What follows belongs to an exercise in optimizing a design on an open flow for small area, a short achievable clock period and few clock cycles per item; a production flow would make more cautious choices. Only simulation tests tie the RTL to the original design; equivalence was not proved.

===== flow/run.sh =====
#!/bin/bash
# synth_recipe.tcl (not shown) runs the flow's synth.tcl, then flattens the netlist and writes it again
# the make line also repeats each setting of config.mk as NAME=value (left out here)
make -C /OpenROAD-flow-scripts/flow DESIGN_CONFIG=/design/flow/config.mk WORK_HOME=/design/flow/orfs CLKGATE_MAP_FILE= SYNTH_SCRIPT=/design/flow/synth_recipe.tcl finish

===== flow/config.mk =====
export PLATFORM = sky130hd
export DESIGN_NAME = dose_pulse_engine
export DESIGN_NICKNAME = dose_pulse_engine
export VERILOG_FILES = /design/flow/design.v
export SDC_FILE = /design/flow/constraint.sdc
export NUM_CORES = 4
export LEC_CHECK = 0
export ABC_CLOCK_PERIOD_IN_PS = 4000
export CAP_MARGIN = 20
export CORE_MARGIN = 2
export CORE_UTILIZATION = 45
export PLACE_DENSITY = 0.65
export SETUP_SLACK_MARGIN = 5
export SLEW_MARGIN = 20

===== flow/constraint.sdc =====
create_clock -name core_clock -period 12.0 [get_ports {clk}]
set_input_delay 2.4000 -clock core_clock [delete_from_list [all_inputs] [get_ports {clk}]]
set_output_delay 2.4000 -clock core_clock [all_outputs]
set_load 0.01 [all_outputs]

===== flow/design.v =====
module seq_divider (
    input  wire [15:0] r,
    input  wire [1:0]  b,
    input  wire [15:0] d,
    input  wire [17:0] d3,
    output wire [1:0]  q,
    output wire [15:0] r_next
);
    wire [17:0] t  = {r, b};
    wire [18:0] s1 = {1'b0, t} - {3'd0, d};
    wire [18:0] s2 = {1'b0, t} - {2'd0, d, 1'b0};
    wire [18:0] s3 = {1'b0, t} - {1'b0, d3};
    assign q = !s3[18] ? 2'd3 : !s2[18] ? 2'd2 : !s1[18] ? 2'd1 : 2'd0;
    assign r_next = !s3[18] ? s3[15:0] : !s2[18] ? s2[15:0] : !s1[18] ? s1[15:0] : t[15:0];
endmodule
module dose_pulse_engine (
    input  wire        clk,
    input  wire        rst,
    input  wire        in_valid,
    output wire        in_ready,
    input  wire [15:0] dose,
    input  wire [16:0] stitch,
    input  wire        lead,
    input  wire        last,
    input  wire [7:0]  weight,
    input  wire [15:0] w_lead,
    input  wire [15:0] w_trim,
    input  wire [6:0]  lead_share,
    input  wire [15:0] trim_f,
    input  wire [23:0] carry_in,
    input  wire [31:0] cal,
    input  wire [13:0] gain0,
    input  wire [13:0] gain1,
    input  wire [13:0] gain2,
    input  wire [13:0] cap,
    input  wire [7:0]  min_width,
    output wire        out_valid,
    input  wire        out_ready,
    output reg  [15:0] word,
    output reg  [23:0] carry_out,
    output reg  [29:0] delivered,
    output reg  [34:0] deficit,
    output reg         cap_hit
);
    reg  h_valid, s_valid;               
    wire en = !s_valid;                  
    assign in_ready  = !s_valid;
    assign out_valid = h_valid;
    function [23:0] to_carry;
        input [35:0] u;
        reg   [35:0] c;
        begin
            c = (u + 36'd128) >> 8;
            to_carry = (c > 36'hFF_FFFF) ? 24'hFF_FFFF : c[23:0];
        end
    endfunction
    wire [15:0] r_word;
    wire [23:0] r_carry;
    wire [29:0] r_del;
    wire [34:0] r_def;
    wire        r_chit;
    reg [15:0] s0_dose;
    reg [16:0] s0_stitch;
    reg [0:0] s0_lead;
    reg [0:0] s0_last;
    reg [7:0] s0_w;
    reg [15:0] s0_W;
    reg [0:0] s0_zl;
    reg [0:0] s0_zt;
    reg [6:0] s0_ls;
    reg [15:0] s0_f;
    reg [23:0] s0_c;
    reg [15:0] s0_rate;
    reg [7:0] s0_ton_raw;
    reg [0:0] s0_ret;
    reg [13:0] s0_g0;
    reg [13:0] s0_g1;
    reg [13:0] s0_g2;
    reg [13:0] s0_cap;
    reg [7:0] s0_mw;
    always @(posedge clk) if (en) begin
        s0_dose <= dose;
        s0_stitch <= stitch;
        s0_lead <= lead;
        s0_last <= last;
        s0_w <= weight;
        s0_W <= lead ? w_lead : w_trim;
        s0_zl <= (w_lead == 16'd0);
        s0_zt <= (w_trim == 16'd0);
        s0_ls <= lead_share;
        s0_f <= trim_f;
        s0_c <= carry_in;
        s0_rate <= cal[15:0];
        s0_ton_raw <= cal[23:16];
        s0_ret <= cal[25];
        s0_g0 <= gain0;
        s0_g1 <= gain1;
        s0_g2 <= gain2;
        s0_cap <= cap;
        s0_mw <= min_width;
    end
    wire [6:0]  c1_m   = s0_lead ? (s0_zt ? 7'd100 : s0_ls) : (s0_zl ? 7'd100 : 7'd100 - s0_ls);
    wire [32:0] c1_dqf = s0_dose * 17'd83887;              
    wire [9:0]  c1_dq  = c1_dqf[32:23];
    wire [8:0]  c1_tr  = {1'b0, s0_ton_raw} + 9'd2;
    wire [6:0]  c1_ton = c1_tr[8:2];
    reg [7:0] s1_w;
    reg [9:0] s1_dq;
    reg [23:0] s1_c;
    reg [6:0] s1_ton;
    reg [15:0] s1_W;
    reg [15:0] s1_FF;
    reg [23:0] s1_A;
    reg [13:0] s1_g2;
    reg [7:0] s1_mw;
    reg [13:0] s1_g0;
    reg [13:0] s1_g1;
    reg [15:0] s1_rate;
    reg [0:0] s1_last;
    reg [15:0] s1_dose;
    reg [13:0] s1_wmax;
    reg [0:0] s1_supp;
    reg [0:0] s1_c99;
    always @(posedge clk) if (en) begin
        s1_w <= s0_w;
        s1_dq <= c1_dq;
        s1_c <= s0_c;
        s1_ton <= c1_ton;
        s1_W <= s0_W;
        s1_FF <= (s0_lead | s0_zl) ? 16'h4000 : s0_f;
        s1_A <= s0_stitch * c1_m;
        s1_g2 <= s0_g2;
        s1_mw <= s0_mw;
        s1_g0 <= s0_g0;
        s1_g1 <= s0_g1;
        s1_rate <= s0_rate;
        s1_last <= s0_last;
        s1_dose <= s0_dose;
        s1_wmax <= (s0_cap > {7'd0, c1_ton}) ? s0_cap - {7'd0, c1_ton} : 14'd0;
        s1_supp <= s0_ret | (s0_rate == 16'd0);
        s1_c99 <= !s0_lead;
    end
    wire [47:0] c2_aqf = s1_A * 24'd10737419;               
    reg [7:0] s2_w;
    reg [9:0] s2_dq;
    reg [23:0] s2_c;
    reg [6:0] s2_ton;
    reg [15:0] s2_W;
    reg [15:0] s2_FF;
    reg [6:0] s2_dr;
    reg [13:0] s2_g2;
    reg [7:0] s2_mw;
    reg [16:0] s2_Aq;
    reg [6:0] s2_Alo;
    reg [13:0] s2_g0;
    reg [13:0] s2_g1;
    reg [15:0] s2_rate;
    reg [0:0] s2_last;
    reg [15:0] s2_dose;
    reg [13:0] s2_wmax;
    reg [0:0] s2_supp;
    reg [0:0] s2_c99;
    always @(posedge clk) if (en) begin
        s2_w <= s1_w;
        s2_dq <= s1_dq;
        s2_c <= s1_c;
        s2_ton <= s1_ton;
        s2_W <= s1_W;
        s2_FF <= s1_FF;
        s2_dr <= s1_dose[6:0] - s1_dq[6:0] * 7'd100;
        s2_g2 <= s1_g2;
        s2_mw <= s1_mw;
        s2_Aq <= c2_aqf[46:30];
        s2_Alo <= s1_A[6:0];
        s2_g0 <= s1_g0;
        s2_g1 <= s1_g1;
        s2_rate <= s1_rate;
        s2_last <= s1_last;
        s2_dose <= s1_dose;
        s2_wmax <= s1_wmax;
        s2_supp <= s1_supp;
        s2_c99 <= s1_c99;
    end
    wire [6:0] c3_ar = s2_Alo - s2_Aq[6:0] * 7'd100;          
    reg [7:0] s3_w;
    reg [31:0] s3_X;
    reg [23:0] s3_c;
    reg [6:0] s3_ton;
    reg [15:0] s3_W;
    reg [15:0] s3_FF;
    reg [13:0] s3_g2;
    reg [7:0] s3_mw;
    reg [13:0] s3_y;
    reg [13:0] s3_g0;
    reg [13:0] s3_g1;
    reg [15:0] s3_rate;
    reg [0:0] s3_last;
    reg [16:0] s3_Y2;
    reg [13:0] s3_wmax;
    reg [0:0] s3_supp;
    always @(posedge clk) if (en) begin
        s3_w <= s2_w;
        s3_X <= s2_dose * s2_Aq;
        s3_c <= s2_c;
        s3_ton <= s2_ton;
        s3_W <= s2_W;
        s3_FF <= s2_FF;
        s3_g2 <= s2_g2;
        s3_mw <= s2_mw;
        s3_y <= s2_dr * c3_ar + (s2_c99 ? 14'd99 : 14'd0);
        s3_g0 <= s2_g0;
        s3_g1 <= s2_g1;
        s3_rate <= s2_rate;
        s3_last <= s2_last;
        s3_Y2 <= s2_dq * c3_ar;
        s3_wmax <= s2_wmax;
        s3_supp <= s2_supp;
    end
    wire [28:0] c4_yqf = s3_y * 15'd20972;                  
    reg [7:0] s4_w;
    reg [6:0] s4_yq;
    reg [23:0] s4_c;
    reg [6:0] s4_ton;
    reg [15:0] s4_W;
    reg [15:0] s4_FF;
    reg [13:0] s4_g2;
    reg [7:0] s4_mw;
    reg [13:0] s4_g0;
    reg [13:0] s4_g1;
    reg [15:0] s4_rate;
    reg [0:0] s4_last;
    reg [13:0] s4_wmax;
    reg [31:0] s4_XY;
    reg [0:0] s4_supp;
    always @(posedge clk) if (en) begin
        s4_w <= s3_w;
        s4_yq <= c4_yqf[27:21];
        s4_c <= s3_c;
        s4_ton <= s3_ton;
        s4_W <= s3_W;
        s4_FF <= s3_FF;
        s4_g2 <= s3_g2;
        s4_mw <= s3_mw;
        s4_g0 <= s3_g0;
        s4_g1 <= s3_g1;
        s4_rate <= s3_rate;
        s4_last <= s3_last;
        s4_wmax <= s3_wmax;
        s4_XY <= s3_X + {15'd0, s3_Y2};
        s4_supp <= s3_supp;
    end
    reg [7:0] s5_w;
    reg [23:0] s5_c;
    reg [6:0] s5_ton;
    reg [15:0] s5_W;
    reg [15:0] s5_FF;
    reg [13:0] s5_g2;
    reg [7:0] s5_mw;
    reg [13:0] s5_g0;
    reg [31:0] s5_x1;
    reg [13:0] s5_g1;
    reg [15:0] s5_rate;
    reg [0:0] s5_last;
    reg [13:0] s5_wmax;
    reg [0:0] s5_supp;
    always @(posedge clk) if (en) begin
        s5_w <= s4_w;
        s5_c <= s4_c;
        s5_ton <= s4_ton;
        s5_W <= s4_W;
        s5_FF <= s4_FF;
        s5_g2 <= s4_g2;
        s5_mw <= s4_mw;
        s5_g0 <= s4_g0;
        s5_x1 <= s4_XY + {25'd0, s4_yq};
        s5_g1 <= s4_g1;
        s5_rate <= s4_rate;
        s5_last <= s4_last;
        s5_wmax <= s4_wmax;
        s5_supp <= s4_supp;
    end
    wire [47:0] c6_xf = s5_x1 * s5_FF;
    reg [7:0] s6_w;
    reg [33:0] s6_x;
    reg [23:0] s6_c;
    reg [6:0] s6_ton;
    reg [15:0] s6_W;
    reg [13:0] s6_g2;
    reg [7:0] s6_mw;
    reg [13:0] s6_g0;
    reg [13:0] s6_g1;
    reg [15:0] s6_rate;
    reg [0:0] s6_last;
    reg [13:0] s6_wmax;
    reg [0:0] s6_supp;
    always @(posedge clk) if (en) begin
        s6_w <= s5_w;
        s6_x <= c6_xf[47:14];
        s6_c <= s5_c;
        s6_ton <= s5_ton;
        s6_W <= s5_W;
        s6_g2 <= s5_g2;
        s6_mw <= s5_mw;
        s6_g0 <= s5_g0;
        s6_g1 <= s5_g1;
        s6_rate <= s5_rate;
        s6_last <= s5_last;
        s6_wmax <= s5_wmax;
        s6_supp <= s5_supp;
    end
    wire [41:0] c7_n = s6_x * s6_w + {27'd0, s6_W[15:1]};
    reg [15:0] s7_D;
    reg [33:0] s7_Z;
    reg [17:0] s7_D3;
    reg [23:0] s7_c;
    reg [6:0] s7_ton;
    reg [13:0] s7_g2;
    reg [7:0] s7_mw;
    reg [13:0] s7_g0;
    reg [13:0] s7_g1;
    reg [15:0] s7_rate;
    reg [0:0] s7_last;
    reg [15:0] s7_R;
    reg [13:0] s7_wmax;
    reg [0:0] s7_supp;
    always @(posedge clk) if (en) begin
        s7_D <= s6_W;
        s7_Z <= c7_n[33:0];
        s7_D3 <= {2'b0, s6_W} + {1'b0, s6_W, 1'b0};
        s7_c <= s6_c;
        s7_ton <= s6_ton;
        s7_g2 <= s6_g2;
        s7_mw <= s6_mw;
        s7_g0 <= s6_g0;
        s7_g1 <= s6_g1;
        s7_rate <= s6_rate;
        s7_last <= s6_last;
        s7_R <= {8'd0, c7_n[41:34]};
        s7_wmax <= s6_wmax;
        s7_supp <= s6_supp;
    end
    wire [15:0] c8_r0; wire [1:0] c8_q0;
    seq_divider c8_u0 (.r(s7_R), .b(s7_Z[33:32]), .d(s7_D), .d3(s7_D3), .q(c8_q0), .r_next(c8_r0));
    wire [15:0] c8_r1; wire [1:0] c8_q1;
    seq_divider c8_u1 (.r(c8_r0), .b(s7_Z[31:30]), .d(s7_D), .d3(s7_D3), .q(c8_q1), .r_next(c8_r1));
    reg [15:0] s8_D;
    reg [33:0] s8_Z;
    reg [17:0] s8_D3;
    reg [23:0] s8_c;
    reg [6:0] s8_ton;
    reg [13:0] s8_g2;
    reg [7:0] s8_mw;
    reg [13:0] s8_g0;
    reg [13:0] s8_g1;
    reg [15:0] s8_rate;
    reg [0:0] s8_last;
    reg [15:0] s8_R;
    reg [13:0] s8_wmax;
    reg [0:0] s8_supp;
    always @(posedge clk) if (en) begin
        s8_D <= s7_D;
        s8_Z <= {s7_Z[29:0], c8_q0, c8_q1};
        s8_D3 <= s7_D3;
        s8_c <= s7_c;
        s8_ton <= s7_ton;
        s8_g2 <= s7_g2;
        s8_mw <= s7_mw;
        s8_g0 <= s7_g0;
        s8_g1 <= s7_g1;
        s8_rate <= s7_rate;
        s8_last <= s7_last;
        s8_R <= c8_r1;
        s8_wmax <= s7_wmax;
        s8_supp <= s7_supp;
    end
    wire [15:0] c9_r0; wire [1:0] c9_q0;
    seq_divider c9_u0 (.r(s8_R), .b(s8_Z[33:32]), .d(s8_D), .d3(s8_D3), .q(c9_q0), .r_next(c9_r0));
    wire [15:0] c9_r1; wire [1:0] c9_q1;
    seq_divider c9_u1 (.r(c9_r0), .b(s8_Z[31:30]), .d(s8_D), .d3(s8_D3), .q(c9_q1), .r_next(c9_r1));
    reg [15:0] s9_D;
    reg [33:0] s9_Z;
    reg [17:0] s9_D3;
    reg [23:0] s9_c;
    reg [6:0] s9_ton;
    reg [13:0] s9_g2;
    reg [7:0] s9_mw;
    reg [13:0] s9_g0;
    reg [13:0] s9_g1;
    reg [15:0] s9_rate;
    reg [0:0] s9_last;
    reg [15:0] s9_R;
    reg [13:0] s9_wmax;
    reg [0:0] s9_supp;
    always @(posedge clk) if (en) begin
        s9_D <= s8_D;
        s9_Z <= {s8_Z[29:0], c9_q0, c9_q1};
        s9_D3 <= s8_D3;
        s9_c <= s8_c;
        s9_ton <= s8_ton;
        s9_g2 <= s8_g2;
        s9_mw <= s8_mw;
        s9_g0 <= s8_g0;
        s9_g1 <= s8_g1;
        s9_rate <= s8_rate;
        s9_last <= s8_last;
        s9_R <= c9_r1;
        s9_wmax <= s8_wmax;
        s9_supp <= s8_supp;
    end
    wire [15:0] c10_r0; wire [1:0] c10_q0;
    seq_divider c10_u0 (.r(s9_R), .b(s9_Z[33:32]), .d(s9_D), .d3(s9_D3), .q(c10_q0), .r_next(c10_r0));
    wire [15:0] c10_r1; wire [1:0] c10_q1;
    seq_divider c10_u1 (.r(c10_r0), .b(s9_Z[31:30]), .d(s9_D), .d3(s9_D3), .q(c10_q1), .r_next(c10_r1));
    reg [15:0] s10_D;
    reg [33:0] s10_Z;
    reg [17:0] s10_D3;
    reg [23:0] s10_c;
    reg [6:0] s10_ton;
    reg [13:0] s10_g2;
    reg [7:0] s10_mw;
    reg [13:0] s10_g0;
    reg [13:0] s10_g1;
    reg [15:0] s10_rate;
    reg [0:0] s10_last;
    reg [15:0] s10_R;
    reg [13:0] s10_wmax;
    reg [0:0] s10_supp;
    always @(posedge clk) if (en) begin
        s10_D <= s9_D;
        s10_Z <= {s9_Z[29:0], c10_q0, c10_q1};
        s10_D3 <= s9_D3;
        s10_c <= s9_c;
        s10_ton <= s9_ton;
        s10_g2 <= s9_g2;
        s10_mw <= s9_mw;
        s10_g0 <= s9_g0;
        s10_g1 <= s9_g1;
        s10_rate <= s9_rate;
        s10_last <= s9_last;
        s10_R <= c10_r1;
        s10_wmax <= s9_wmax;
        s10_supp <= s9_supp;
    end
    wire [15:0] c11_r0; wire [1:0] c11_q0;
    seq_divider c11_u0 (.r(s10_R), .b(s10_Z[33:32]), .d(s10_D), .d3(s10_D3), .q(c11_q0), .r_next(c11_r0));
    wire [15:0] c11_r1; wire [1:0] c11_q1;
    seq_divider c11_u1 (.r(c11_r0), .b(s10_Z[31:30]), .d(s10_D), .d3(s10_D3), .q(c11_q1), .r_next(c11_r1));
    reg [15:0] s11_D;
    reg [33:0] s11_Z;
    reg [17:0] s11_D3;
    reg [23:0] s11_c;
    reg [6:0] s11_ton;
    reg [13:0] s11_g2;
    reg [7:0] s11_mw;
    reg [13:0] s11_g0;
    reg [13:0] s11_g1;
    reg [15:0] s11_rate;
    reg [0:0] s11_last;
    reg [15:0] s11_R;
    reg [13:0] s11_wmax;
    reg [0:0] s11_supp;
    always @(posedge clk) if (en) begin
        s11_D <= s10_D;
        s11_Z <= {s10_Z[29:0], c11_q0, c11_q1};
        s11_D3 <= s10_D3;
        s11_c <= s10_c;
        s11_ton <= s10_ton;
        s11_g2 <= s10_g2;
        s11_mw <= s10_mw;
        s11_g0 <= s10_g0;
        s11_g1 <= s10_g1;
        s11_rate <= s10_rate;
        s11_last <= s10_last;
        s11_R <= c11_r1;
        s11_wmax <= s10_wmax;
        s11_supp <= s10_supp;
    end
    wire [15:0] c12_r0; wire [1:0] c12_q0;
    seq_divider c12_u0 (.r(s11_R), .b(s11_Z[33:32]), .d(s11_D), .d3(s11_D3), .q(c12_q0), .r_next(c12_r0));
    wire [15:0] c12_r1; wire [1:0] c12_q1;
    seq_divider c12_u1 (.r(c12_r0), .b(s11_Z[31:30]), .d(s11_D), .d3(s11_D3), .q(c12_q1), .r_next(c12_r1));
    reg [15:0] s12_D;
    reg [33:0] s12_Z;
    reg [17:0] s12_D3;
    reg [23:0] s12_c;
    reg [6:0] s12_ton;
    reg [13:0] s12_g2;
    reg [7:0] s12_mw;
    reg [13:0] s12_g0;
    reg [13:0] s12_g1;
    reg [15:0] s12_rate;
    reg [0:0] s12_last;
    reg [15:0] s12_R;
    reg [13:0] s12_wmax;
    reg [0:0] s12_supp;
    always @(posedge clk) if (en) begin
        s12_D <= s11_D;
        s12_Z <= {s11_Z[29:0], c12_q0, c12_q1};
        s12_D3 <= s11_D3;
        s12_c <= s11_c;
        s12_ton <= s11_ton;
        s12_g2 <= s11_g2;
        s12_mw <= s11_mw;
        s12_g0 <= s11_g0;
        s12_g1 <= s11_g1;
        s12_rate <= s11_rate;
        s12_last <= s11_last;
        s12_R <= c12_r1;
        s12_wmax <= s11_wmax;
        s12_supp <= s11_supp;
    end
    wire [15:0] c13_r0; wire [1:0] c13_q0;
    seq_divider c13_u0 (.r(s12_R), .b(s12_Z[33:32]), .d(s12_D), .d3(s12_D3), .q(c13_q0), .r_next(c13_r0));
    wire [15:0] c13_r1; wire [1:0] c13_q1;
    seq_divider c13_u1 (.r(c13_r0), .b(s12_Z[31:30]), .d(s12_D), .d3(s12_D3), .q(c13_q1), .r_next(c13_r1));
    reg [15:0] s13_D;
    reg [33:0] s13_Z;
    reg [17:0] s13_D3;
    reg [23:0] s13_c;
    reg [6:0] s13_ton;
    reg [13:0] s13_g2;
    reg [7:0] s13_mw;
    reg [13:0] s13_g0;
    reg [13:0] s13_g1;
    reg [15:0] s13_rate;
    reg [0:0] s13_last;
    reg [15:0] s13_R;
    reg [13:0] s13_wmax;
    reg [0:0] s13_supp;
    always @(posedge clk) if (en) begin
        s13_D <= s12_D;
        s13_Z <= {s12_Z[29:0], c13_q0, c13_q1};
        s13_D3 <= s12_D3;
        s13_c <= s12_c;
        s13_ton <= s12_ton;
        s13_g2 <= s12_g2;
        s13_mw <= s12_mw;
        s13_g0 <= s12_g0;
        s13_g1 <= s12_g1;
        s13_rate <= s12_rate;
        s13_last <= s12_last;
        s13_R <= c13_r1;
        s13_wmax <= s12_wmax;
        s13_supp <= s12_supp;
    end
    wire [15:0] c14_r0; wire [1:0] c14_q0;
    seq_divider c14_u0 (.r(s13_R), .b(s13_Z[33:32]), .d(s13_D), .d3(s13_D3), .q(c14_q0), .r_next(c14_r0));
    wire [15:0] c14_r1; wire [1:0] c14_q1;
    seq_divider c14_u1 (.r(c14_r0), .b(s13_Z[31:30]), .d(s13_D), .d3(s13_D3), .q(c14_q1), .r_next(c14_r1));
    wire [29:0] c14_r0f = s13_rate * s13_g0;
    wire [29:0] c14_r1f = s13_rate * s13_g1;
    wire [29:0] c14_r2f = s13_rate * s13_g2;
    reg [15:0] s14_D;
    reg [33:0] s14_Z;
    reg [15:0] s14_r2;
    reg [17:0] s14_D3;
    reg [23:0] s14_c;
    reg [6:0] s14_ton;
    reg [14:0] s14_wm1;
    reg [7:0] s14_mw;
    reg [15:0] s14_r1;
    reg [0:0] s14_last;
    reg [15:0] s14_r0;
    reg [15:0] s14_rate;
    reg [15:0] s14_R;
    reg [13:0] s14_wmax;
    reg [0:0] s14_supp;
    always @(posedge clk) if (en) begin
        s14_D <= s13_D;
        s14_Z <= {s13_Z[29:0], c14_q0, c14_q1};
        s14_r2 <= c14_r2f[29:14];
        s14_D3 <= s13_D3;
        s14_c <= s13_c;
        s14_ton <= s13_ton;
        s14_wm1 <= {1'b0, s13_wmax} + 15'd1;
        s14_mw <= s13_mw;
        s14_r1 <= c14_r1f[29:14];
        s14_last <= s13_last;
        s14_r0 <= c14_r0f[29:14];
        s14_rate <= s13_rate;
        s14_R <= c14_r1;
        s14_wmax <= s13_wmax;
        s14_supp <= s13_supp;
    end
    wire [15:0] c15_r0; wire [1:0] c15_q0;
    seq_divider c15_u0 (.r(s14_R), .b(s14_Z[33:32]), .d(s14_D), .d3(s14_D3), .q(c15_q0), .r_next(c15_r0));
    wire [15:0] c15_r1; wire [1:0] c15_q1;
    seq_divider c15_u1 (.r(c15_r0), .b(s14_Z[31:30]), .d(s14_D), .d3(s14_D3), .q(c15_q1), .r_next(c15_r1));
    reg [15:0] s15_D;
    reg [33:0] s15_Z;
    reg [15:0] s15_r2;
    reg [17:0] s15_D3;
    reg [23:0] s15_c;
    reg [6:0] s15_ton;
    reg [7:0] s15_mw;
    reg [30:0] s15_T1;
    reg [30:0] s15_T2;
    reg [15:0] s15_r1;
    reg [0:0] s15_last;
    reg [15:0] s15_r0;
    reg [15:0] s15_rate;
    reg [15:0] s15_R;
    reg [13:0] s15_wmax;
    reg [0:0] s15_supp;
    reg [30:0] s15_T0;
    reg [30:0] s15_T3;
    always @(posedge clk) if (en) begin
        s15_D <= s14_D;
        s15_Z <= {s14_Z[29:0], c15_q0, c15_q1};
        s15_r2 <= s14_r2;
        s15_D3 <= s14_D3;
        s15_c <= s14_c;
        s15_ton <= s14_ton;
        s15_mw <= s14_mw;
        s15_T1 <= s14_wm1 * s14_r1;
        s15_T2 <= s14_wm1 * s14_r2;
        s15_r1 <= s14_r1;
        s15_last <= s14_last;
        s15_r0 <= s14_r0;
        s15_rate <= s14_rate;
        s15_R <= c15_r1;
        s15_wmax <= s14_wmax;
        s15_supp <= s14_supp;
        s15_T0 <= s14_wm1 * s14_r0;
        s15_T3 <= s14_wm1 * s14_rate;
    end
    wire [15:0] c16_r0; wire [1:0] c16_q0;
    seq_divider c16_u0 (.r(s15_R), .b(s15_Z[33:32]), .d(s15_D), .d3(s15_D3), .q(c16_q0), .r_next(c16_r0));
    reg [17:0] s16_q0;
    reg [33:0] s16_share;
    reg [29:0] s16_dcap;
    reg [15:0] s16_r2;
    reg [23:0] s16_c;
    reg [6:0] s16_ton;
    reg [17:0] s16_q3;
    reg [7:0] s16_mw;
    reg [30:0] s16_T1;
    reg [30:0] s16_T2;
    reg [15:0] s16_r1;
    reg [0:0] s16_last;
    reg [15:0] s16_r0;
    reg [15:0] s16_rate;
    reg [13:0] s16_wmax;
    reg [17:0] s16_q2;
    reg [0:0] s16_supp;
    reg [30:0] s16_T0;
    reg [17:0] s16_q1;
    reg [30:0] s16_T3;
    always @(posedge clk) if (en) begin
        s16_q0 <= {2'b0, s15_r0} + {1'b0, s15_r0, 1'b0};
        s16_share <= {s15_Z[31:0], c16_q0};
        s16_dcap <= s15_T3[29:0] - {14'd0, s15_rate};
        s16_r2 <= s15_r2;
        s16_c <= s15_c;
        s16_ton <= s15_ton;
        s16_q3 <= {2'b0, s15_rate} + {1'b0, s15_rate, 1'b0};
        s16_mw <= s15_mw;
        s16_T1 <= s15_T1;
        s16_T2 <= s15_T2;
        s16_r1 <= s15_r1;
        s16_last <= s15_last;
        s16_r0 <= s15_r0;
        s16_rate <= s15_rate;
        s16_wmax <= s15_wmax;
        s16_q2 <= {2'b0, s15_r2} + {1'b0, s15_r2, 1'b0};
        s16_supp <= s15_supp;
        s16_T0 <= s15_T0;
        s16_q1 <= {2'b0, s15_r1} + {1'b0, s15_r1, 1'b0};
        s16_T3 <= s15_T3;
    end
    wire [35:0] c17_d0 = {2'b0, s16_share} + {4'd0, s16_c, 8'd0} - {5'd0, s16_T0};
    wire [35:0] c17_d1 = {2'b0, s16_share} + {4'd0, s16_c, 8'd0} - {5'd0, s16_T1};
    wire [35:0] c17_d2 = {2'b0, s16_share} + {4'd0, s16_c, 8'd0} - {5'd0, s16_T2};
    wire [35:0] c17_d3 = {2'b0, s16_share} + {4'd0, s16_c, 8'd0} - {5'd0, s16_T3};
    wire c17_f0 = c17_d0[35];
    wire c17_f1 = c17_d1[35];
    wire c17_f2 = c17_d2[35];
    wire c17_f3 = c17_d3[35];
    wire [15:0] c17_r = c17_f0 ? s16_r0 : c17_f1 ? s16_r1 : c17_f2 ? s16_r2 : s16_rate;
    reg [7:0] s17_mw;
    reg [34:0] s17_e;
    reg [17:0] s17_rs3;
    reg [15:0] s17_rs;
    reg [0:0] s17_last;
    reg [29:0] s17_dcap;
    reg [0:0] s17_capd;
    reg [13:0] s17_wmax;
    reg [6:0] s17_ton;
    reg [0:0] s17_supp;
    reg [1:0] s17_lv;
    always @(posedge clk) if (en) begin
        s17_mw <= s16_mw;
        s17_e <= {1'b0, s16_share} + {3'd0, s16_c, 8'd0};
        s17_rs3 <= c17_f0 ? s16_q0 : c17_f1 ? s16_q1 : c17_f2 ? s16_q2 : s16_q3;
        s17_rs <= c17_r;
        s17_last <= s16_last;
        s17_dcap <= s16_dcap;
        s17_capd <= !(c17_f0 | c17_f1 | c17_f2 | c17_f3);
        s17_wmax <= s16_wmax;
        s17_ton <= s16_ton;
        s17_supp <= s16_supp;
        s17_lv <= c17_f0 ? 2'd0 : c17_f1 ? 2'd1 : c17_f2 ? 2'd2 : 2'd3;
    end
    wire [15:0] c18_r0; wire [1:0] c18_q0;
    seq_divider c18_u0 (.r(s17_e[29:14]), .b(s17_e[13:12]), .d(s17_rs), .d3(s17_rs3), .q(c18_q0), .r_next(c18_r0));
    wire [15:0] c18_r1; wire [1:0] c18_q1;
    seq_divider c18_u1 (.r(c18_r0), .b(s17_e[11:10]), .d(s17_rs), .d3(s17_rs3), .q(c18_q1), .r_next(c18_r1));
    wire [23:0] c18_mwr = s17_mw * s17_rs;
    reg [7:0] s18_mw;
    reg [34:0] s18_e;
    reg [17:0] s18_rs3;
    reg [15:0] s18_rs;
    reg [15:0] s18_wR;
    reg [0:0] s18_last;
    reg [13:0] s18_wZ;
    reg [29:0] s18_alt;
    reg [0:0] s18_capd;
    reg [0:0] s18_half;
    reg [13:0] s18_wmax;
    reg [6:0] s18_ton;
    reg [0:0] s18_supp;
    reg [1:0] s18_lv;
    always @(posedge clk) if (en) begin
        s18_mw <= s17_mw;
        s18_e <= s17_e;
        s18_rs3 <= s17_rs3;
        s18_rs <= s17_rs;
        s18_wR <= c18_r1;
        s18_last <= s17_last;
        s18_wZ <= {s17_e[9:0], c18_q0, c18_q1};
        s18_alt <= s17_capd ? s17_dcap : {6'd0, c18_mwr};
        s18_capd <= s17_capd;
        s18_half <= {s17_e, 1'b0} >= {12'd0, c18_mwr};
        s18_wmax <= s17_wmax;
        s18_ton <= s17_ton;
        s18_supp <= s17_supp;
        s18_lv <= s17_lv;
    end
    wire [15:0] c19_r0; wire [1:0] c19_q0;
    seq_divider c19_u0 (.r(s18_wR), .b(s18_wZ[13:12]), .d(s18_rs), .d3(s18_rs3), .q(c19_q0), .r_next(c19_r0));
    wire [15:0] c19_r1; wire [1:0] c19_q1;
    seq_divider c19_u1 (.r(c19_r0), .b(s18_wZ[11:10]), .d(s18_rs), .d3(s18_rs3), .q(c19_q1), .r_next(c19_r1));
    reg [7:0] s19_mw;
    reg [34:0] s19_e;
    reg [17:0] s19_rs3;
    reg [15:0] s19_rs;
    reg [15:0] s19_wR;
    reg [0:0] s19_last;
    reg [13:0] s19_wZ;
    reg [29:0] s19_alt;
    reg [0:0] s19_half;
    reg [0:0] s19_capd;
    reg [13:0] s19_wmax;
    reg [6:0] s19_ton;
    reg [0:0] s19_supp;
    reg [1:0] s19_lv;
    always @(posedge clk) if (en) begin
        s19_mw <= s18_mw;
        s19_e <= s18_e;
        s19_rs3 <= s18_rs3;
        s19_rs <= s18_rs;
        s19_wR <= c19_r1;
        s19_last <= s18_last;
        s19_wZ <= {s18_wZ[9:0], c19_q0, c19_q1};
        s19_alt <= s18_alt;
        s19_half <= s18_half;
        s19_capd <= s18_capd;
        s19_wmax <= s18_wmax;
        s19_ton <= s18_ton;
        s19_supp <= s18_supp;
        s19_lv <= s18_lv;
    end
    wire [15:0] c20_r0; wire [1:0] c20_q0;
    seq_divider c20_u0 (.r(s19_wR), .b(s19_wZ[13:12]), .d(s19_rs), .d3(s19_rs3), .q(c20_q0), .r_next(c20_r0));
    wire [15:0] c20_r1; wire [1:0] c20_q1;
    seq_divider c20_u1 (.r(c20_r0), .b(s19_wZ[11:10]), .d(s19_rs), .d3(s19_rs3), .q(c20_q1), .r_next(c20_r1));
    reg [7:0] s20_mw;
    reg [34:0] s20_e;
    reg [17:0] s20_rs3;
    reg [15:0] s20_rs;
    reg [15:0] s20_wR;
    reg [0:0] s20_last;
    reg [13:0] s20_wZ;
    reg [29:0] s20_alt;
    reg [0:0] s20_half;
    reg [0:0] s20_capd;
    reg [13:0] s20_wmax;
    reg [6:0] s20_ton;
    reg [0:0] s20_supp;
    reg [1:0] s20_lv;
    always @(posedge clk) if (en) begin
        s20_mw <= s19_mw;
        s20_e <= s19_e;
        s20_rs3 <= s19_rs3;
        s20_rs <= s19_rs;
        s20_wR <= c20_r1;
        s20_last <= s19_last;
        s20_wZ <= {s19_wZ[9:0], c20_q0, c20_q1};
        s20_alt <= s19_alt;
        s20_half <= s19_half;
        s20_capd <= s19_capd;
        s20_wmax <= s19_wmax;
        s20_ton <= s19_ton;
        s20_supp <= s19_supp;
        s20_lv <= s19_lv;
    end
    wire [15:0] c21_r0; wire [1:0] c21_q0;
    seq_divider c21_u0 (.r(s20_wR), .b(s20_wZ[13:12]), .d(s20_rs), .d3(s20_rs3), .q(c21_q0), .r_next(c21_r0));
    wire [13:0] c21_wq   = {s20_wZ[11:0], c21_q0};
    wire [13:0] c21_wfit = s20_capd ? s20_wmax : c21_wq;
    wire        c21_blw  = c21_wfit < {6'd0, s20_mw};
    wire        c21_useF = !s20_supp & !s20_capd & !c21_blw;
    wire        c21_rais = s20_last & s20_half & (s20_wmax >= {6'd0, s20_mw});
    wire        c21_useA = !s20_supp & (c21_blw ? c21_rais : s20_capd);
    wire [35:0] c21_ea  = {1'b0, s20_e} - {6'd0, s20_alt};
    wire [35:0] c21_eap = c21_ea[35] ? 36'd0 : c21_ea;
    reg [0:0] s21_useA;
    reg [34:0] s21_ea;
    reg [34:0] s21_e;
    reg [15:0] s21_rem;
    reg [6:0] s21_ton;
    reg [23:0] s21_ca;
    reg [0:0] s21_supp;
    reg [0:0] s21_last;
    reg [0:0] s21_half;
    reg [1:0] s21_lv;
    reg [23:0] s21_cz;
    reg [29:0] s21_alt;
    reg [0:0] s21_useF;
    reg [0:0] s21_capd;
    reg [13:0] s21_wid;
    always @(posedge clk) if (en) begin
        s21_useA <= c21_useA;
        s21_ea <= c21_ea[34:0];
        s21_e <= s20_e;
        s21_rem <= c21_r0;
        s21_ton <= s20_ton;
        s21_ca <= to_carry(c21_eap);
        s21_supp <= s20_supp;
        s21_last <= s20_last;
        s21_half <= s20_half;
        s21_lv <= s20_lv;
        s21_cz <= to_carry({1'b0, s20_e});
        s21_alt <= s20_alt;
        s21_useF <= c21_useF;
        s21_capd <= s20_capd;
        s21_wid <= c21_useF ? c21_wq : c21_useA ? (s20_capd ? s20_wmax : {6'd0, s20_mw}) : 14'd0;
    end
    wire [34:0] c22_del  = s21_e - {19'd0, s21_rem};
    wire [34:0] c22_left = s21_useF ? {19'd0, s21_rem} : s21_useA ? s21_ea : s21_e;
    wire        c22_w0   = (s21_wid == 14'd0);
    wire [13:0] c22_wt   = s21_wid + {7'd0, s21_ton};
    assign r_chit  = s21_last & !s21_supp & (s21_capd | (c22_w0 & s21_half));
    assign r_word  = c22_w0 ? 16'd0 : {s21_lv, c22_wt};
    assign r_carry = s21_last ? 24'd0 : s21_useF ? to_carry({20'd0, s21_rem}) : s21_useA ? s21_ca : s21_cz;
    assign r_del   = s21_useF ? c22_del[29:0] : s21_useA ? s21_alt[29:0] : 30'd0;
    assign r_def   = (s21_last & (s21_supp | r_chit)) ? c22_left : 35'd0;
    reg [21:0] v;
    always @(posedge clk) begin
        if (rst) v <= 22'd0;
        else if (en) v <= {v[20:0], in_valid};
    end
    wire r_valid = v[21];
    reg [15:0] b_word; reg [23:0] b_carry; reg [29:0] b_del; reg [34:0] b_def; reg b_chit;
    wire take = h_valid & out_ready;
    always @(posedge clk) begin
        if (rst) begin
            h_valid <= 1'b0;
            s_valid <= 1'b0;
        end else if (s_valid) begin
            if (take) s_valid <= 1'b0;
        end else begin
            if (h_valid & !take) s_valid <= r_valid;
            else h_valid <= r_valid;
        end
    end
    always @(posedge clk) begin
        if (s_valid) begin
            if (take) begin
                word <= b_word; carry_out <= b_carry; delivered <= b_del;
                deficit <= b_def; cap_hit <= b_chit;
            end
        end else if (!h_valid | take) begin
            word <= r_word; carry_out <= r_carry; delivered <= r_del;
            deficit <= r_def; cap_hit <= r_chit;
        end
        if (!s_valid) begin
            b_word <= r_word; b_carry <= r_carry; b_del <= r_del; b_def <= r_def; b_chit <= r_chit;
        end
    end
endmodule

==> flow_summary_export.csv <==
group,metric,value,unit
outcome,status,"finished clean",
global_route,grt_overflow,0,
floorplanning,start_util,45.1,%
final_layout,area_growth,12.8,%
synthesis,ys_async_sr_fraction,0,%
synthesis,synth_nets,34500,
drt,wl_met2,372000,um
floorplanning,die-height,862,um
timing,slew_violations,0,
place,dpl.hpwl,577000,um
clock_tree,cts_root_buf,"clkbuf_16",
timing,grt_setup_unrepaired,"yes",
synthesis,synthMuxAreaShare,1.36,%
global_route,grt_pass1_vias,218000,
final_layout,seqCellArea,141000,sq um
drt,initialDrtViolationCount,15900,
final_layout,layout.nets,35600,
clock_tree,clockBufferDepth,4,
drt,routed.top_layer,"met5",
final_layout,multi_input_area,175000,sq um
final_layout,final_util,50.8,%
synthesis,synthAdderAreaFrac,28.5,%
final_layout,stdcell_area,373000,sq um
timing,fin_crit,6.98,ns
synthesis,synthCells,28400,
clock_tree,clock_latency,1.11,ns
global_route,grt_max_degree,186,
synthesis,synth_top_family_by_area,"adder cells",
clock_tree,clock-sinks,4687,
setup_path,crit_path_end_kind,"flip-flop",
drt,wl,793000,um
drt,wl_per_cell,19.9,um
setup_path,crit_path_max_fanout,7,
drt,wl_met1,345000,um
setup_path,crit_type,"flip-flop to flip-flop",
setup_path,cp_slowest_cell,"fa_1",
drt,dr_total_vias,213000,
drt,postRouteAntennaNets,0,
place,place_ws,3.21,ns
global_route,antenna_found_initial,57,
clock_tree,tritoncts,"done",
place,placed_area,346000,sq um
drt,drc,0,
synthesis,yosysMostFrequentCell,"edfxtp_1",
synthesis,yosysTopAreaCellShare,42.3,%
timing,hold_viol_final,0,
clock_tree,cts_hold_buf,0,
synthesis,netlist_area,331000,sq um
timing,period_share,58.2,%
synthesis,synth_compound_area_share,8.55,%
place,gp_congestion,0.907,
synthesis,ys_types,125,
floorplanning,die_w,862,um
synthesis,synth_edf_count,4663,
drt,via_per_inst,5.36,
setup_path,startpoint_type,"flip-flop",
floorplanning,ioPinCount,330,
timing,tightest_slew,1.20,ns
clock_tree,cts_made_buffers,530,
timing,worst_slack,5.02,ns
synthesis,synth_largest_area_cell,"edfxtp_1",
worst_hold_path,min_path_type,"flip-flop to flip-flop",
timing,slew_headroom,20.3,%
synthesis,synth_xor_area_share,3.67,%
floorplanning,core-area,734000,sq um
job,maxCapViolations,0,
timing,max_clock_freq,0.143,GHz
floorplanning,rows,315,
timing,skew,0.0711,ns
final_layout,layout-drive-gt1-share,8.20,%
place,portBuffers,321,
synthesis,synth_common_cells,"edfxtp_1 (4663), inv_1 (4037), ha_1 (3150), fa_1 (2735), nand2_1 (2733)",
global_route,grt_util_all_layers,20.9,%
synthesis,yosysWarnings,1,
floorplanning,die_area,742000,sq um
setup_path,cp_common_cell,"fa_1",
timing,setup_viol,0,
synthesis,synth_seq_area_share,42.5,%
clock_tree,ctsHtreeMaxLevel,6,
synthesis,synth_flop_cell,"edfxtp_1",
synthesis,syn_avg_cell_area,11.7,sq um
clock_tree,cts.clk_slew.worst_paths,0.06,ns
global_route,grt_pass1_wl,1230000,um
final_layout,n_fill_cell,63600,
synthesis,ys_ff_latch,4687,
drt,dr_wl_met3,47200,um
drt,drt_pre_antenna_iters,6,
synthesis,ys_top_cells_by_area,"edfxtp_1 (42%), fa_1 (17%), ha_1 (12%), inv_1 (4.6%), nand2_1 (3.1%)",
setup_path,slowest_delay,0.57,ns
synthesis,yosys.area_share.simple,10.1,%
setup_path,crit_arrival,7.80,ns
setup_path,crit_required,12.82,ns
[final timing paths]
path / from / end / slack, ns / depth (start not counted)
worst max-delay path: s1_A[9] / s2_Aq[16] / 5.02 / 25
worst max register to register: s1_A[9] / s2_Aq[16] / 5.02 / 25
worst min-delay path: s4_mw[6] / s5_mw[6] / 0.36 / 0
worst min register to register: s4_mw[6] / s5_mw[6] / 0.36 / 0
[registers in the layout, indices dropped and copies added, names as in the netlist, 35 cells and up]
register,cells
b_def,35
deficit,35
s17_e,35
s18_e,35
s19_e,35
s20_e,35
s21_e,35
s21_ea,35
[layout by cell type, fill, tap and decap left out, drive strengths merged, types with 231 or more instances in the layout]
cell and n:
nor2 1118, o21ai 877, xnor2 941, nor2b 284, edfxtp 4663, inv 4056
nand2 2735, a21oi 1072, nand3 311, clkbuf 642, ha 3150, and2 1284
fa 2735, clkdlybuf4s50 321, nor3 326, mux2i 305, a21o 506, clkinv 231
o21a 255, xor2 446, buf 908
[critical path, delay by kind of cell (launching register included)]
kind | cells | cell delay [ns]
adder cells (fa/ha/maj) | 8 | 3.45
AND/OR/NAND/NOR | 4 | 0.57
AO/OA/AOI/OAI | 7 | 1.59
XOR/XNOR | 1 | 0.13
buffers and inverters | 5 | 0.54
flip-flops | 1 | 0.42
[metrics by stage]
step           hold slack [ns]  std cells  setup TNS, ns
6_report                 0.357      39700              0
5_1_grt                  0.365      39700              0
4_1_cts                  0.359      39500              0
3_5_place_dp             0.405      38100              0
3_3_place_gp             0.400      38100              0
2_1_floorplan            0.400      28400        -722.60
[cell families after synthesis]
| group | after synthesis |
|---|---|
| AO/OA/AOI/OAI | 4296 |
| XOR/XNOR | 1387 |
| adder cells (fa/ha/maj) | 5885 |
| buffers and inverters | 4756 |
| flip-flops | 4687 |
| multiplexers | 434 |
| AND/OR/NAND/NOR | 6937 |
[routing by layer]
layer  vias up  GRT usage, %
met5         -             0
met4         8          6.88
met3      1366          2.61
met2      5982          34.6
met1    106000          28.7
li1      99600             -
[timing repair]
action	4_1_cts	5_1_grt
setup buffers	407	200
pin swaps	72	184
resized for setup	385	389
setup endpoints to repair	344	279
cloned	16	19
[cell type report]
type	count	share of cell area (%)
clock buffers	627	3.69
flip-flops and latches	4687	37.6
well taps	9827	3.29
multi-input cells	18900	47.0
inverters	4041	4.08
clock inverters	326	0.988
diodes	26	0.0174
repair buffers	1257	3.33
Testbench counts, summed over its fixed seeds: cycles 3,384, items 3,200.

-- what the ideal ports hide --
In the flow no input, the clock included, has a driving cell. The finished layout below was timed again as built, in two steps. Step 1 (the two cells are an assumption about what drives the block):
set clk [get_ports {clk}]
set_driving_cell -lib_cell sky130_fd_sc_hd__clkbuf_16 $clk
set_driving_cell -lib_cell sky130_fd_sc_hd__buf_2 [delete_from_list [all_inputs] $clk]
Step 2 moves the port delays by t, midway between the first and last clock arrival at a register: inputs arrive t later, outputs are due t later. That takes back most of the time a late clock gives input paths. Slacks: ideal / step 1 / step 2; pairs: ideal / step 1.
t (ns): 1.208
slack for setup (ns): 5.017 / 5.017 / 5.017
hold slack, ns: 0.357 / 0.357 / 0.357
worst data-port slew with drivers (ns): 0.21
cell pins on the clock port's net: 1
After both steps setup and hold are still met in this run. For this run, drivers alone change the setup slack by 0.000 ns; drivers and shift together by 0.000 ns.
